Background: an optimization exercise with open tools, aiming at small area. Do not read the settings as production practice.
The RTL was checked by simulation tests, not by an equivalence proof against the original design.
Power is estimated from default activity; no workload was simulated.

==> run E <==
==> flow/design.v <==
module weft_rx_lane (
    input  wire        clk,
    input  wire        rst,
    input  wire        rx_valid,
    input  wire [65:0] rx_word,
    input  wire        align_start,
    output reg         out_valid,
    output reg         out_ctrl,
    output reg  [63:0] out_data,
    output wire [2:0]  lane_state,
    output wire        block_lock,
    output wire        frame_lock,
    output reg  [6:0]  slip_count,
    output reg  [7:0]  align_count,
    output reg  [31:0] align_fail_count,
    output reg  [31:0] code_errors,
    output reg  [23:0] frame_seq,
    output reg  [7:0]  lane_index,
    output reg  [7:0]  lane_role
);
    localparam [7:0] T_FRAMING = 8'h1E;
    localparam [7:0] T_STUFF   = 8'h2D;
    localparam [7:0] T_SOAK    = 8'h33;
    localparam [7:0] T_WAKE    = 8'h4B;
    localparam [7:0] T_LINE    = 8'h55;
    localparam [7:0] T_SEGMENT = 8'h66;
    reg        st_al, st_up, st_ft;
    reg        ph_f1, ph_f2;
    reg [65:0] prev_word;
    reg [6:0]  slip;             
    reg [57:0] scr_hist;         
    reg [9:0]  cnt;              
    reg [1:0]  attempt;          
    reg [23:0] last_seq;         
    reg        frame_miss;       
    reg [62:0] inv_hist;         
    reg [3:0]  inv_cnt;          
    reg        mature;           
    wire [131:0] window = {rx_word, prev_word};
    wire [128:0] sh64 = {window[128:68], slip[6] ? window[131:64] : window[67:0]};
    wire [96:0]  sh32 = slip[5] ? sh64[128:32] : sh64[96:0];
    wire [80:0]  sh16 = slip[4] ? sh32[96:16]  : sh32[80:0];
    wire [72:0]  sh8  = slip[3] ? sh16[80:8]   : sh16[72:0];
    wire [68:0]  sh4  = slip[2] ? sh8[72:4]    : sh8[68:0];
    wire [66:0]  sh2  = slip[1] ? sh4[68:2]    : sh4[66:0];
    wire [65:0]  blk  = slip[0] ? sh2[66:1]    : sh2[65:0];
    wire        hdr_data = ~blk[0] &  blk[1];
    wire        hdr_ctrl =  blk[0] & ~blk[1];
    wire        hdr_ok   =  blk[0] ^  blk[1];
    wire [63:0] scr      = blk[65:2];
    wire [121:0] scr_ext = {scr, scr_hist};
    reg  [63:0]  pay;
    integer i;
    always @(*) begin
        for (i = 0; i < 64; i = i + 1)
            pay[i] = scr_ext[58 + i] ^ scr_ext[19 + i] ^ scr_ext[i];
    end
    wire [7:0]  ctype     = pay[7:0];
    wire [7:0]  f_lane    = pay[15:8];
    wire [23:0] f_seq     = {pay[23:16], pay[31:24], pay[39:32]};
    wire [7:0]  f_role    = pay[47:40];
    wire t_framing  = (ctype == T_FRAMING);
    wire t_deliver  = (ctype == T_SOAK) || (ctype == T_WAKE) ||
                      (ctype == T_LINE) || (ctype == T_SEGMENT);
    wire t_known    = t_framing || (ctype == T_STUFF) || t_deliver;
    wire is_framing = hdr_ctrl & t_framing;
    wire blk_in  = rx_valid & ~align_start;
    wire hunt    = st_al & ~ph_f1 & ~ph_f2;
    wire at63    = (cnt == 10'd63);
    wire [23:0] next_seq = last_seq + 24'd1;
    wire seq_ok  = is_framing & (f_seq == next_seq);
    wire inv        = ~hdr_ok;
    wire win_out    = inv_hist[62] & mature;
    wire loss       = (inv_cnt == 4'd15 && inv) || (at63 && !seq_ok && frame_miss);
    wire f1_fail    = ph_f1 & ~is_framing & at63;
    wire f2_fail    = ph_f2 & at63 & ~seq_ok;
    wire hunt_fail  = hunt & inv & (slip_count == 7'd65);
    wire att_fail   = f1_fail | f2_fail | hunt_fail;
    wire last_att   = attempt[1];
    assign lane_state = {st_ft, st_up, st_al | st_ft};
    assign block_lock = st_up;
    assign frame_lock = st_up;
    always @(posedge clk) begin
        if (rx_valid) begin
            prev_word[65:2] <= rx_word[65:2];
            scr_hist        <= scr[63:6];
            inv_hist        <= {inv_hist[61:0], inv};
        end
    end
    always @(posedge clk) begin
        if (rst)
            prev_word[1:0] <= 2'b00;
        else if (rx_valid)
            prev_word[1:0] <= rx_word[1:0];
    end
    always @(posedge clk) begin
        if (align_start) begin
            cnt     <= 10'd0;
            attempt <= 2'd0;
        end else if (blk_in) begin
            if (hunt) begin
                cnt <= hdr_ok ? cnt + 10'd1 : 10'd0;
            end else if (ph_f1 && is_framing) begin
                cnt <= 10'd64;
            end else if (att_fail || (st_up && loss)) begin
                cnt <= 10'd0;
            end else begin
                cnt <= cnt + 10'd1;
            end
            if (att_fail)
                attempt <= attempt + 2'd1;
            else if (st_up && loss)
                attempt <= 2'd0;
        end
    end
    always @(posedge clk) begin
        if (blk_in) begin
            if (ph_f1 && is_framing)
                last_seq <= f_seq;
            else if (at63)
                last_seq <= next_seq;
            if (ph_f2) begin
                frame_miss <= 1'b0;
                inv_cnt    <= 4'd0;
                mature     <= 1'b0;
            end else begin
                if (at63)
                    frame_miss <= ~seq_ok;
                inv_cnt <= inv_cnt + {3'd0, inv} - {3'd0, win_out};
                if (cnt == 10'd126)
                    mature <= 1'b1;
            end
        end
    end
    always @(posedge clk) begin
        if (rst) begin
            st_al            <= 1'b0;
            st_up            <= 1'b0;
            st_ft            <= 1'b0;
            ph_f1            <= 1'b0;
            ph_f2            <= 1'b0;
            slip             <= 7'd0;
            slip_count       <= 7'd0;
            align_count      <= 8'd0;
            align_fail_count <= 32'd0;
            code_errors      <= 32'd0;
            frame_seq        <= 24'd0;
            lane_index       <= 8'd0;
            lane_role        <= 8'd0;
        end else if (align_start) begin
            st_al       <= 1'b1;
            st_up       <= 1'b0;
            st_ft       <= 1'b0;
            ph_f1       <= 1'b0;
            ph_f2       <= 1'b0;
            slip_count  <= 7'd0;
            align_count <= align_count + 8'd1;
        end else if (blk_in) begin
            if (hunt && inv) begin
                slip       <= (slip == 7'd65) ? 7'd0 : slip + 7'd1;
                slip_count <= (slip_count == 7'd65) ? 7'd0 : slip_count + 7'd1;
            end
            if (hunt && hdr_ok && at63)
                ph_f1 <= 1'b1;
            if (ph_f1 && is_framing) begin
                ph_f1 <= 1'b0;
                ph_f2 <= 1'b1;
            end
            if (att_fail) begin
                ph_f1      <= 1'b0;
                ph_f2      <= 1'b0;
                slip_count <= 7'd0;
                if (last_att) begin
                    st_al            <= 1'b0;
                    st_ft            <= 1'b1;
                    align_fail_count <= align_fail_count + 32'd1;
                end
            end
            if ((ph_f2 | st_up) && at63 && seq_ok) begin
                frame_seq  <= f_seq;
                lane_index <= f_lane;
                lane_role  <= f_role;
            end
            if (ph_f2 && at63 && seq_ok) begin
                ph_f2 <= 1'b0;
                st_al <= 1'b0;
                st_up <= 1'b1;
            end
            if (st_up) begin
                if (inv || (hdr_ctrl && !t_known))
                    code_errors <= code_errors + 32'd1;
                if (loss) begin
                    st_up       <= 1'b0;
                    st_al       <= 1'b1;
                    slip_count  <= 7'd0;
                    align_count <= align_count + 8'd1;
                end
            end
        end
    end
    always @(posedge clk) begin
        if (rst) begin
            out_valid <= 1'b0;
            out_ctrl  <= 1'b0;
            out_data  <= 64'd0;
        end else begin
            out_valid <= blk_in & st_up & (hdr_data | (hdr_ctrl & t_deliver));
            out_ctrl  <= hdr_ctrl;
            out_data  <= pay;
        end
    end
endmodule
==> flow/flow/run.sh <==
#!/bin/bash
# Standard layout, but the port buffers use the smallest buffer cell.
set -euo pipefail
export BUFFER_PORTS_ARGS="-buffer_cell sky130_fd_sc_hd__buf_1"
bash standard.sh > flow.log 2>&1
==> flow/standard.sh <==
#!/bin/bash
# synth_recipe.tcl (not shown) runs the flow's synth.tcl, then flattens the netlist and writes it again
# the make line also repeats each setting of config.mk as NAME=value (left out here)
make -C /OpenROAD-flow-scripts/flow DESIGN_CONFIG=/design/flow/config.mk WORK_HOME=/design/flow/orfs CLKGATE_MAP_FILE= SYNTH_SCRIPT=/design/flow/synth_recipe.tcl "${@:-finish}"
==> flow/config.mk <==
export PLATFORM = sky130hd
export DESIGN_NAME = weft_rx_lane
export DESIGN_NICKNAME = weft_rx_lane
export VERILOG_FILES = /design/flow/design.v
export SDC_FILE = /design/flow/constraint.sdc
export NUM_CORES = 4
export LEC_CHECK = 0
export CAP_MARGIN = 20
export CORE_MARGIN = 2
export CORE_UTILIZATION = 40
export CTS_BUF_LIST = sky130_fd_sc_hd__clkbuf_4
export PLACE_DENSITY = 0.6
export SLEW_MARGIN = 20
==> flow/constraint.sdc <==
create_clock -name core_clock -period 12.0 [get_ports {clk}]
set_input_delay 2.4000 -clock core_clock [delete_from_list [all_inputs] [get_ports {clk}]]
set_output_delay 2.4000 -clock core_clock [all_outputs]
set_load 0.01 [all_outputs]
==> run H: changes against run E <==
==> flow/flow/run.sh (replaced) <==
#!/bin/bash
# Standard layout with two changes that only affect cell area:
#  1. after the standard synthesis, the combinational logic between the
#     (untouched) registers is re-mapped with an area-oriented ABC script;
#  2. the port buffers use the smallest buffer cell.
# Each tool's output goes to its own log in this folder.
set -euo pipefail
export BUFFER_PORTS_ARGS="-buffer_cell sky130_fd_sc_hd__buf_1"
R=orfs/results/$FLOW_PLATFORM/weft_rx_lane/base
bash standard.sh synth > synth.log 2>&1
cp $R/1_2_yosys.v std_synth.v
yosys -c flow/resynth.tcl > resynth.log 2>&1
cp resynth.v $R/1_2_yosys.v
rm -f $R/1_synth.odb
bash standard.sh > layout.log 2>&1
==> flow/flow/dont_use.txt (new file) <==
sky130_fd_sc_hd__lpflow_bleeder_1
sky130_fd_sc_hd__lpflow_clkbufkapwr_1
sky130_fd_sc_hd__lpflow_clkbufkapwr_16
sky130_fd_sc_hd__lpflow_clkbufkapwr_2
sky130_fd_sc_hd__lpflow_clkbufkapwr_4
sky130_fd_sc_hd__lpflow_clkbufkapwr_8
sky130_fd_sc_hd__lpflow_clkinvkapwr_1
sky130_fd_sc_hd__lpflow_clkinvkapwr_16
sky130_fd_sc_hd__lpflow_clkinvkapwr_2
sky130_fd_sc_hd__lpflow_clkinvkapwr_4
sky130_fd_sc_hd__lpflow_clkinvkapwr_8
sky130_fd_sc_hd__lpflow_decapkapwr_12
sky130_fd_sc_hd__lpflow_decapkapwr_3
sky130_fd_sc_hd__lpflow_decapkapwr_4
sky130_fd_sc_hd__lpflow_decapkapwr_6
sky130_fd_sc_hd__lpflow_decapkapwr_8
sky130_fd_sc_hd__lpflow_inputiso0n_1
sky130_fd_sc_hd__lpflow_inputiso0p_1
sky130_fd_sc_hd__lpflow_inputiso1n_1
sky130_fd_sc_hd__lpflow_inputiso1p_1
sky130_fd_sc_hd__lpflow_inputisolatch_1
sky130_fd_sc_hd__lpflow_isobufsrc_1
sky130_fd_sc_hd__lpflow_isobufsrc_16
sky130_fd_sc_hd__lpflow_isobufsrc_2
sky130_fd_sc_hd__lpflow_isobufsrc_4
sky130_fd_sc_hd__lpflow_isobufsrc_8
sky130_fd_sc_hd__lpflow_isobufsrckapwr_16
sky130_fd_sc_hd__lpflow_lsbuf_lh_hl_isowell_tap_1
sky130_fd_sc_hd__lpflow_lsbuf_lh_hl_isowell_tap_2
sky130_fd_sc_hd__lpflow_lsbuf_lh_hl_isowell_tap_4
sky130_fd_sc_hd__lpflow_lsbuf_lh_isowell_4
sky130_fd_sc_hd__lpflow_lsbuf_lh_isowell_tap_1
sky130_fd_sc_hd__lpflow_lsbuf_lh_isowell_tap_2
sky130_fd_sc_hd__lpflow_lsbuf_lh_isowell_tap_4
sky130_fd_sc_hd__probe_p_8
sky130_fd_sc_hd__probec_p_8
==> flow/flow/resynth.tcl (new file) <==
# Re-map the combinational logic of the standard synthesis for area.
# Registers are kept as black boxes, so their instances and names stay.
yosys -import
set lib $::env(FLOW_HOME)/platforms/$::env(FLOW_PLATFORM)/lib/sky130_fd_sc_hd__tt_025C_1v80.lib
set du {}
set f [open flow/dont_use.txt]
foreach c [split [read $f] "\n"] { if {$c ne ""} { lappend du -dont_use $c } }
close $f
read_liberty -ignore_miss_func $lib
setattr -mod -set keep_hierarchy 1 sky130_fd_sc_hd__*df* sky130_fd_sc_hd__*dl* sky130_fd_sc_hd__conb_1
read_verilog std_synth.v
hierarchy -top $::env(FLOW_TOP)
flatten
yosys rename -hide w:*.*
opt_clean -purge
abc -liberty $lib {*}$du -script "+strash; dch; amap -F 10 -A 50; topo" $::env(FLOW_TOP)
opt_clean -purge
hilomap -singleton -hicell sky130_fd_sc_hd__conb_1 HI -locell sky130_fd_sc_hd__conb_1 LO
insbuf -buf sky130_fd_sc_hd__buf_1 A X
opt_clean -purge
select $::env(FLOW_TOP)
tee -o resynth_after.txt stat -liberty $lib
check $::env(FLOW_TOP)
write_verilog -noattr -nohex -nodec -selected resynth.v
CORE_UTILIZATION = 50   (was 40)
CTS_BUF_LIST = not set   (was sky130_fd_sc_hd__clkbuf_4)
CTS_CLUSTER_DIAMETER = 100   (was not set)
CTS_CLUSTER_SIZE = 25   (was not set)
GPL_TIMING_DRIVEN = 0   (was not set)
PLACE_DENSITY = 0.7   (was 0.6)
==> run G: changes against run E <==
==> flow/run.sh (new file) <==
#!/bin/bash
# synth_recipe.tcl (not shown) runs the flow's synth.tcl, then flattens the netlist and writes it again
# the make line also repeats each setting of config.mk as NAME=value (left out here)
make -C /OpenROAD-flow-scripts/flow DESIGN_CONFIG=/design/flow/config.mk WORK_HOME=/design/flow/orfs CLKGATE_MAP_FILE= SYNTH_SCRIPT=/design/flow/synth_recipe.tcl finish
removed: flow/flow/run.sh
removed: flow/standard.sh
==> run A: changes against run E <==
==> flow/flow/run.sh (replaced) <==
#!/bin/bash
# Standard layout with two changes that only affect cell area:
#  1. after the standard synthesis, the combinational logic between the
#     (untouched) registers is re-mapped with an area-oriented ABC script;
#  2. the port buffers use the smallest buffer cell.
# Each tool's output goes to its own log in this folder.
set -euo pipefail
export BUFFER_PORTS_ARGS="-buffer_cell sky130_fd_sc_hd__buf_1"
R=orfs/results/$FLOW_PLATFORM/weft_rx_lane/base
bash standard.sh synth > synth.log 2>&1
cp $R/1_2_yosys.v std_synth.v
yosys -c flow/resynth.tcl > resynth.log 2>&1
cp resynth.v $R/1_2_yosys.v
rm -f $R/1_synth.odb
bash standard.sh > layout.log 2>&1
==> flow/flow/dont_use.txt (new file) <==
sky130_fd_sc_hd__lpflow_bleeder_1
sky130_fd_sc_hd__lpflow_clkbufkapwr_1
sky130_fd_sc_hd__lpflow_clkbufkapwr_16
sky130_fd_sc_hd__lpflow_clkbufkapwr_2
sky130_fd_sc_hd__lpflow_clkbufkapwr_4
sky130_fd_sc_hd__lpflow_clkbufkapwr_8
sky130_fd_sc_hd__lpflow_clkinvkapwr_1
sky130_fd_sc_hd__lpflow_clkinvkapwr_16
sky130_fd_sc_hd__lpflow_clkinvkapwr_2
sky130_fd_sc_hd__lpflow_clkinvkapwr_4
sky130_fd_sc_hd__lpflow_clkinvkapwr_8
sky130_fd_sc_hd__lpflow_decapkapwr_12
sky130_fd_sc_hd__lpflow_decapkapwr_3
sky130_fd_sc_hd__lpflow_decapkapwr_4
sky130_fd_sc_hd__lpflow_decapkapwr_6
sky130_fd_sc_hd__lpflow_decapkapwr_8
sky130_fd_sc_hd__lpflow_inputiso0n_1
sky130_fd_sc_hd__lpflow_inputiso0p_1
sky130_fd_sc_hd__lpflow_inputiso1n_1
sky130_fd_sc_hd__lpflow_inputiso1p_1
sky130_fd_sc_hd__lpflow_inputisolatch_1
sky130_fd_sc_hd__lpflow_isobufsrc_1
sky130_fd_sc_hd__lpflow_isobufsrc_16
sky130_fd_sc_hd__lpflow_isobufsrc_2
sky130_fd_sc_hd__lpflow_isobufsrc_4
sky130_fd_sc_hd__lpflow_isobufsrc_8
sky130_fd_sc_hd__lpflow_isobufsrckapwr_16
sky130_fd_sc_hd__lpflow_lsbuf_lh_hl_isowell_tap_1
sky130_fd_sc_hd__lpflow_lsbuf_lh_hl_isowell_tap_2
sky130_fd_sc_hd__lpflow_lsbuf_lh_hl_isowell_tap_4
sky130_fd_sc_hd__lpflow_lsbuf_lh_isowell_4
sky130_fd_sc_hd__lpflow_lsbuf_lh_isowell_tap_1
sky130_fd_sc_hd__lpflow_lsbuf_lh_isowell_tap_2
sky130_fd_sc_hd__lpflow_lsbuf_lh_isowell_tap_4
sky130_fd_sc_hd__probe_p_8
sky130_fd_sc_hd__probec_p_8
==> flow/flow/resynth.tcl (new file) <==
# Re-map the combinational logic of the standard synthesis for area.
# Registers are kept as black boxes, so their instances and names stay.
yosys -import
set lib $::env(FLOW_HOME)/platforms/$::env(FLOW_PLATFORM)/lib/sky130_fd_sc_hd__tt_025C_1v80.lib
set du {}
set f [open flow/dont_use.txt]
foreach c [split [read $f] "\n"] { if {$c ne ""} { lappend du -dont_use $c } }
close $f
read_liberty -ignore_miss_func $lib
setattr -mod -set keep_hierarchy 1 sky130_fd_sc_hd__*df* sky130_fd_sc_hd__*dl* sky130_fd_sc_hd__conb_1
read_verilog std_synth.v
hierarchy -top $::env(FLOW_TOP)
flatten
yosys rename -hide w:*.*
opt_clean -purge
abc -liberty $lib {*}$du -script "+strash; dch; amap; topo" $::env(FLOW_TOP)
opt_clean -purge
hilomap -singleton -hicell sky130_fd_sc_hd__conb_1 HI -locell sky130_fd_sc_hd__conb_1 LO
insbuf -buf sky130_fd_sc_hd__buf_1 A X
opt_clean -purge
select $::env(FLOW_TOP)
tee -o resynth_after.txt stat -liberty $lib
check $::env(FLOW_TOP)
write_verilog -noattr -nohex -nodec -selected resynth.v
CTS_BUF_LIST = not set   (was sky130_fd_sc_hd__clkbuf_4)
CTS_CLUSTER_DIAMETER = 100   (was not set)
CTS_CLUSTER_SIZE = 30   (was not set)
==> notes <==
Between run A and run H, the lower worst hold slack is in run H (gap 0.0045 ns). Against run A, the fmax of run E is higher by about 32%. The highest combinational power belongs to run G, the lowest to run H. Against run H, the die area of run E is larger by about 50%. In sequential cell count, run G and run H do not differ.

[separate check: timing with driven ports]
The flow's constraints put no driver on any port. The routed layouts listed below were extracted and timed again, unchanged, in two steps. Step 1, drivers: a clkbuf_16 drives clk and a buf_2 each remaining input, both assumed. Step 2 times the ports against the registers' clock, not the clock port: input delays grow and output delays shrink by t, the midpoint of the rising clock arrivals with the driver on. Three values: no drivers, after step 1, after step 2; two values: the first two.
run	shift t [ns]	slack for setup (ns)	worst slew at a driven data input, ns
run E	0.917	4.634 / 4.634 / 3.774	0.07
run H	0.607	1.272 / 1.272 / 1.272	0.04
run G	0.952	4.321 / 4.351 / 3.400	0.06
run A	0.611	2.250 / 2.288 / 1.678	0.05
After both steps every run listed still meets setup and hold. The setup slack of run G, which loses most, moves by +0.030 ns with the drivers and by -0.921 ns with both steps.
